Context: an optimization exercise on an open-source flow, tuned for small area, a short achievable clock period and few clock cycles per item. The choices shown serve that exercise and are no tape-out recipe. No activity file was given, so power comes from the tool's default toggle rates.

==> flow/design.v <==
module mtr_pulse (
    input  wire        clk,
    input  wire        rst,
    input  wire        in_valid,
    output wire        in_ready,
    input  wire        in_op,         
    input  wire [47:0] in_de,         
    input  wire [39:0] in_ts,         
    input  wire [23:0] in_dt,         
    input  wire [31:0] in_const,      
    output wire        out_valid,
    input  wire        out_ready,
    output wire [39:0] out_start,     
    output wire        busy,
    output wire [63:0] resid,         
    output wire [31:0] count          
);
    localparam [39:0] PULSE_DELAY_US = 40'd25000;
    localparam [39:0] KH_RESET       = 40'd225000;    
    reg        s1_valid;
    reg        s1_op;
    reg [47:0] s1_de;
    reg [39:0] s1_ts;
    reg [23:0] s1_dt;
    reg [31:0] s1_c;
    reg [60:0] a_q;           
    reg [39:0] kh_q;          
    reg [31:0] count_q;
    reg        rep_q;         
    reg        sl_valid;
    reg [47:0] sl_f;
    reg [47:0] sl_de;
    reg [23:0] sl_dt;
    reg [39:0] sl_ts;
    reg        dv_busy;
    reg        dv_fin;        
    reg [4:0]  dv_cnt;        
    reg [47:0] dv_f;
    reg [47:0] dv_de;
    reg [47:0] dv_r;
    reg [23:0] dv_x;          
    reg [39:0] dv_ts;
    reg        o_pend;        
    reg        o_rnd;
    reg        o_valid;
    reg [39:0] o_start;
    wire dv_take    = sl_valid && (!dv_busy || (dv_fin && !o_valid && !o_pend));
    wire sl_space   = !sl_valid || dv_take;
    wire s1_leave   = s1_valid && !rep_q && (s1_op || sl_space);
    wire s1_free    = !s1_valid || s1_leave;
    assign in_ready  = s1_free;
    assign busy      = s1_valid || rep_q || sl_valid || dv_busy || o_pend || o_valid;
    assign out_valid = o_valid;
    assign out_start = o_start;
    assign resid     = {3'd0, a_q};
    assign count     = count_q;
    wire [60:0] k_full = {1'b0, kh_q, 20'd0};
    wire [60:0] add_de = rep_q ? 61'd0 : {13'd0, s1_de};
    wire [60:0] sum_s  = a_q + add_de;
    wire [60:0] nk     = ~k_full;
    wire [60:0] cs_s   = a_q ^ add_de ^ nk;
    wire [60:0] cs_c   = (a_q & add_de) | (a_q & nk) | (add_de & nk);
    wire [61:0] sum_t  = {1'b0, cs_s} + {cs_c, 1'b1};
    wire        ge     = sum_t[61];    
    wire [60:0] a_next = ge ? sum_t[60:0] : sum_s;
    wire        big    = (kh_q[39:28] == 12'd0) && (s1_de[47:20] >= kh_q[27:0]);
    wire apply_e  = s1_leave && !s1_op;
    wire apply_c  = s1_leave && s1_op;
    wire rep_step = rep_q && sl_space;
    wire pulse    = ge && (apply_e || rep_step);
    wire [47:0] f_op   = rep_q ? sl_f : ~a_q[47:0];
    wire [47:0] f_next = {kh_q[27:0], 20'd0} + f_op + {47'd0, !rep_q};
    wire [31:0] c1     = (s1_c == 32'd0) ? 32'd1 : s1_c;
    wire [39:0] kc_a   = {c1, 8'd0};
    wire [39:0] kc_b   = ~{3'd0, c1, 5'd0};
    wire [39:0] kc_c   = {8'd0, c1};
    wire [39:0] kc_s   = kc_a ^ kc_b ^ kc_c;
    wire [39:0] kc_k   = (kc_a & kc_b) | (kc_a & kc_c) | (kc_b & kc_c);
    wire [39:0] kh_new = kc_s + {kc_k[38:0], 1'b1};
    wire        dv_b   = dv_x[23] && !dv_fin;    
    wire [50:0] r2     = {2'b0, dv_r, 1'b0};
    wire [50:0] bf     = dv_b ? {3'b0, dv_f} : 51'd0;
    wire [50:0] t0     = r2 + bf;
    wire [50:0] nd1    = ~{3'b0, dv_de};
    wire [50:0] nd2    = ~{2'b0, dv_de, 1'b0};
    wire [50:0] c1s    = r2 ^ bf ^ nd1;
    wire [50:0] c1c    = (r2 & bf) | (r2 & nd1) | (bf & nd1);
    wire [50:0] t1     = c1s + {c1c[49:0], 1'b1};
    wire [50:0] c2s    = r2 ^ bf ^ nd2;
    wire [50:0] c2c    = (r2 & bf) | (r2 & nd2) | (bf & nd2);
    wire [50:0] t2     = c2s + {c2c[49:0], 1'b1};
    wire        ge2    = !t2[50];
    wire        ge1    = !t1[50];
    wire [47:0] r_next = ge2 ? t2[47:0] : ge1 ? t1[47:0] : t0[47:0];
    wire [22:0] xh     = dv_x[22:0] + {22'd0, ge2};
    wire [23:0] x_next = {xh, ge1 & !ge2};
    reg  [4:0]  lz;
    integer     i;
    always @(*) begin
        lz = 5'd24;
        for (i = 0; i < 24; i = i + 1)
            if (sl_dt[i]) lz = 5'd23 - i[4:0];
    end
    wire [23:0] dt_norm = sl_dt << lz;
    wire        fin_out = dv_busy && dv_fin && !o_valid && !o_pend;
    wire [39:0] start0  = dv_ts + {16'd0, dv_x};
    wire [39:0] start1  = o_start + PULSE_DELAY_US + {39'd0, o_rnd};
    always @(posedge clk) begin
        if (rst) begin
            s1_valid <= 1'b0;
            a_q      <= 61'd0;
            kh_q     <= KH_RESET;
            count_q  <= 32'd0;
            rep_q    <= 1'b0;
            sl_valid <= 1'b0;
            dv_busy  <= 1'b0;
            dv_fin   <= 1'b0;
            o_pend   <= 1'b0;
            o_valid  <= 1'b0;
        end else begin
            if (s1_free)
                s1_valid <= in_valid;
            if (apply_c)
                a_q <= 61'd0;
            else if (apply_e || rep_step)
                a_q <= a_next;
            if (apply_c)
                kh_q <= kh_new;
            if (rep_q) begin
                if (!ge) rep_q <= 1'b0;
            end else if (apply_e && ge && big)
                rep_q <= 1'b1;
            if (sl_space)
                sl_valid <= pulse;
            if (dv_take) begin
                dv_busy <= 1'b1;
                dv_fin  <= (lz == 5'd24);
            end else if (dv_busy && !dv_fin) begin
                dv_fin  <= (dv_cnt == 5'd1);
            end else if (fin_out) begin
                dv_busy <= 1'b0;
            end
            o_pend <= fin_out;
            if (o_pend)
                o_valid <= 1'b1;
            else if (out_ready)
                o_valid <= 1'b0;
            if (o_valid && out_ready)
                count_q <= count_q + 32'd1;
        end
    end
    always @(posedge clk) begin
        if (s1_free) begin
            s1_op <= in_op;
            s1_de <= in_de;
            s1_ts <= in_ts;
            s1_dt <= in_dt;
            s1_c  <= in_const;
        end
        if (sl_space) begin
            sl_f <= f_next;
            if (!rep_q) begin
                sl_de  <= s1_de;
                sl_dt  <= s1_dt;
                sl_ts  <= s1_ts;
            end
        end
        if (dv_take) begin
            dv_f   <= sl_f;
            dv_de  <= sl_de;
            dv_r   <= 48'd0;
            dv_x   <= dt_norm;
            dv_cnt <= 5'd24 - lz;
            dv_ts  <= sl_ts;
        end else if (dv_busy && !dv_fin) begin
            dv_r   <= r_next;
            dv_x   <= x_next;
            dv_cnt <= dv_cnt - 5'd1;
        end
        if (fin_out) begin
            o_start <= start0;
            o_rnd   <= ge1;
        end else if (o_pend)
            o_start <= start1;
    end
endmodule
==> flow/config.mk <==
export PLATFORM = sky130hd
export DESIGN_NAME = mtr_pulse
export DESIGN_NICKNAME = mtr_pulse
export VERILOG_FILES = /design/flow/design.v
export SDC_FILE = /design/flow/constraint.sdc
export NUM_CORES = 4
export LEC_CHECK = 0
export CAP_MARGIN = 20
export CORE_MARGIN = 2
export CORE_UTILIZATION = 40
export SLEW_MARGIN = 20
==> flow/constraint.sdc <==
create_clock -name core_clock -period 12.0 [get_ports {clk}]
set_input_delay 2.4000 -clock core_clock [delete_from_list [all_inputs] [get_ports {clk}]]
set_output_delay 2.4000 -clock core_clock [all_outputs]
set_load 0.01 [all_outputs]
run.sh (not shown) runs the stock make flow with config.mk's settings and CLKGATE_MAP_FILE= SYNTH_SCRIPT=/design/flow/synth_recipe.tcl, a recipe that flattens the netlist after the stock synthesis.
Edit:
--- a/flow/design.v
+++ b/flow/design.v
@@ -28,31 +28,29 @@
     reg [31:0] count_q;
     reg        rep_q;         
     reg        sl_valid;
     reg [47:0] sl_f;
     reg [47:0] sl_de;
     reg [23:0] sl_dt;
-    reg [39:0] sl_ts;
+    reg [39:0] sl_tsp;        
     reg        dv_busy;
     reg        dv_fin;        
     reg [4:0]  dv_cnt;        
     reg [47:0] dv_f;
     reg [47:0] dv_de;
     reg [47:0] dv_r;
     reg [23:0] dv_x;          
-    reg [39:0] dv_ts;
-    reg        o_pend;        
-    reg        o_rnd;
+    reg [39:0] dv_tsp;
     reg        o_valid;
     reg [39:0] o_start;
-    wire dv_take    = sl_valid && (!dv_busy || (dv_fin && !o_valid && !o_pend));
+    wire dv_take    = sl_valid && (!dv_busy || (dv_fin && !o_valid));
     wire sl_space   = !sl_valid || dv_take;
     wire s1_leave   = s1_valid && !rep_q && (s1_op || sl_space);
     wire s1_free    = !s1_valid || s1_leave;
     assign in_ready  = s1_free;
-    assign busy      = s1_valid || rep_q || sl_valid || dv_busy || o_pend || o_valid;
+    assign busy      = s1_valid || rep_q || sl_valid || dv_busy || o_valid;
     assign out_valid = o_valid;
     assign out_start = o_start;
     assign resid     = {3'd0, a_q};
     assign count     = count_q;
     wire [60:0] k_full = {1'b0, kh_q, 20'd0};
     wire [60:0] add_de = rep_q ? 61'd0 : {13'd0, s1_de};
@@ -68,19 +66,14 @@
     wire apply_c  = s1_leave && s1_op;
     wire rep_step = rep_q && sl_space;
     wire pulse    = ge && (apply_e || rep_step);
     wire [47:0] f_op   = rep_q ? sl_f : ~a_q[47:0];
     wire [47:0] f_next = {kh_q[27:0], 20'd0} + f_op + {47'd0, !rep_q};
     wire [31:0] c1     = (s1_c == 32'd0) ? 32'd1 : s1_c;
-    wire [39:0] kc_a   = {c1, 8'd0};
-    wire [39:0] kc_b   = ~{3'd0, c1, 5'd0};
-    wire [39:0] kc_c   = {8'd0, c1};
-    wire [39:0] kc_s   = kc_a ^ kc_b ^ kc_c;
-    wire [39:0] kc_k   = (kc_a & kc_b) | (kc_a & kc_c) | (kc_b & kc_c);
-    wire [39:0] kh_new = kc_s + {kc_k[38:0], 1'b1};
-    wire        dv_b   = dv_x[23] && !dv_fin;    
+    wire [39:0] kh_new = {c1, 8'd0} - {3'd0, c1, 5'd0} + {8'd0, c1};
+    wire        dv_b   = dv_x[23];
     wire [50:0] r2     = {2'b0, dv_r, 1'b0};
     wire [50:0] bf     = dv_b ? {3'b0, dv_f} : 51'd0;
     wire [50:0] t0     = r2 + bf;
     wire [50:0] nd1    = ~{3'b0, dv_de};
     wire [50:0] nd2    = ~{2'b0, dv_de, 1'b0};
     wire [50:0] c1s    = r2 ^ bf ^ nd1;
@@ -99,26 +92,26 @@
     always @(*) begin
         lz = 5'd24;
         for (i = 0; i < 24; i = i + 1)
             if (sl_dt[i]) lz = 5'd23 - i[4:0];
     end
     wire [23:0] dt_norm = sl_dt << lz;
-    wire        fin_out = dv_busy && dv_fin && !o_valid && !o_pend;
-    wire [39:0] start0  = dv_ts + {16'd0, dv_x};
-    wire [39:0] start1  = o_start + PULSE_DELAY_US + {39'd0, o_rnd};
+    wire [48:0] rnd_d  = {dv_r, 1'b0} - {1'b0, dv_de};
+    wire        rnd    = !rnd_d[48] ;
+    wire [39:0] start  = dv_tsp + {16'd0, dv_x} + {39'd0, rnd};
+    wire        fin_out = dv_busy && dv_fin && !o_valid;
     always @(posedge clk) begin
         if (rst) begin
             s1_valid <= 1'b0;
             a_q      <= 61'd0;
             kh_q     <= KH_RESET;
             count_q  <= 32'd0;
             rep_q    <= 1'b0;
             sl_valid <= 1'b0;
             dv_busy  <= 1'b0;
             dv_fin   <= 1'b0;
-            o_pend   <= 1'b0;
             o_valid  <= 1'b0;
         end else begin
             if (s1_free)
                 s1_valid <= in_valid;
             if (apply_c)
                 a_q <= 61'd0;
@@ -137,14 +130,13 @@
                 dv_fin  <= (lz == 5'd24);
             end else if (dv_busy && !dv_fin) begin
                 dv_fin  <= (dv_cnt == 5'd1);
             end else if (fin_out) begin
                 dv_busy <= 1'b0;
             end
-            o_pend <= fin_out;
-            if (o_pend)
+            if (fin_out)
                 o_valid <= 1'b1;
             else if (out_ready)
                 o_valid <= 1'b0;
             if (o_valid && out_ready)
                 count_q <= count_q + 32'd1;
         end
@@ -159,28 +151,25 @@
         end
         if (sl_space) begin
             sl_f <= f_next;
             if (!rep_q) begin
                 sl_de  <= s1_de;
                 sl_dt  <= s1_dt;
-                sl_ts  <= s1_ts;
+                sl_tsp <= s1_ts + PULSE_DELAY_US;
             end
         end
         if (dv_take) begin
             dv_f   <= sl_f;
             dv_de  <= sl_de;
             dv_r   <= 48'd0;
             dv_x   <= dt_norm;
             dv_cnt <= 5'd24 - lz;
-            dv_ts  <= sl_ts;
+            dv_tsp <= sl_tsp;
         end else if (dv_busy && !dv_fin) begin
             dv_r   <= r_next;
             dv_x   <= x_next;
             dv_cnt <= dv_cnt - 5'd1;
         end
-        if (fin_out) begin
-            o_start <= start0;
-            o_rnd   <= ge1;
-        end else if (o_pend)
-            o_start <= start1;
+        if (fin_out)
+            o_start <= start;
     end
 endmodule
What happened:
- worst hold slack hardly moves
- global-route usage increases by 0.85 points
- routed wire length goes up by 6.0%
- count of clock-buffer cells in the layout shrinks by 10
- synthesized cell count came out higher by about 3%
- total power rises by about 0.8%
- non-clock buffer count fell by 2
- cell count grows by about 2.3%
- flip-flop and latch count is lower by 2
- die area went up by about 1.5%
- sequential power hardly moves
- area after synthesis rises by about 1.5%
- setup slack is worse by 0.30 ns
- cell area rises by 1.2%
No functional check of the RTL was part of any run of this note.

-- re-timing with driven ports --
The flow's constraints put no driver on any port. The routed layouts listed below were extracted and timed again, unchanged, in two steps. Step 1 sets driving cells, clkbuf_16 on the clock port and buf_2 on the other inputs (assumed; they add their load-dependent delay and slew). Step 2, shift: input delay + t, output delay - t, t = (earliest + latest rising clock arrival at the registers) / 2. This alone moves slack from input paths to output paths. a / b / c = ideal / step 1 / step 2; a / b = the first two.
run | t (ns) | setup WS [ns] | cell pins on the clock port's net
the first run | 0.748 | 5.156 / 5.156 / 5.156 | 1
the second run | 0.778 | 4.851 / 4.851 / 4.851 | 1
After both steps every run listed still meets setup and hold.
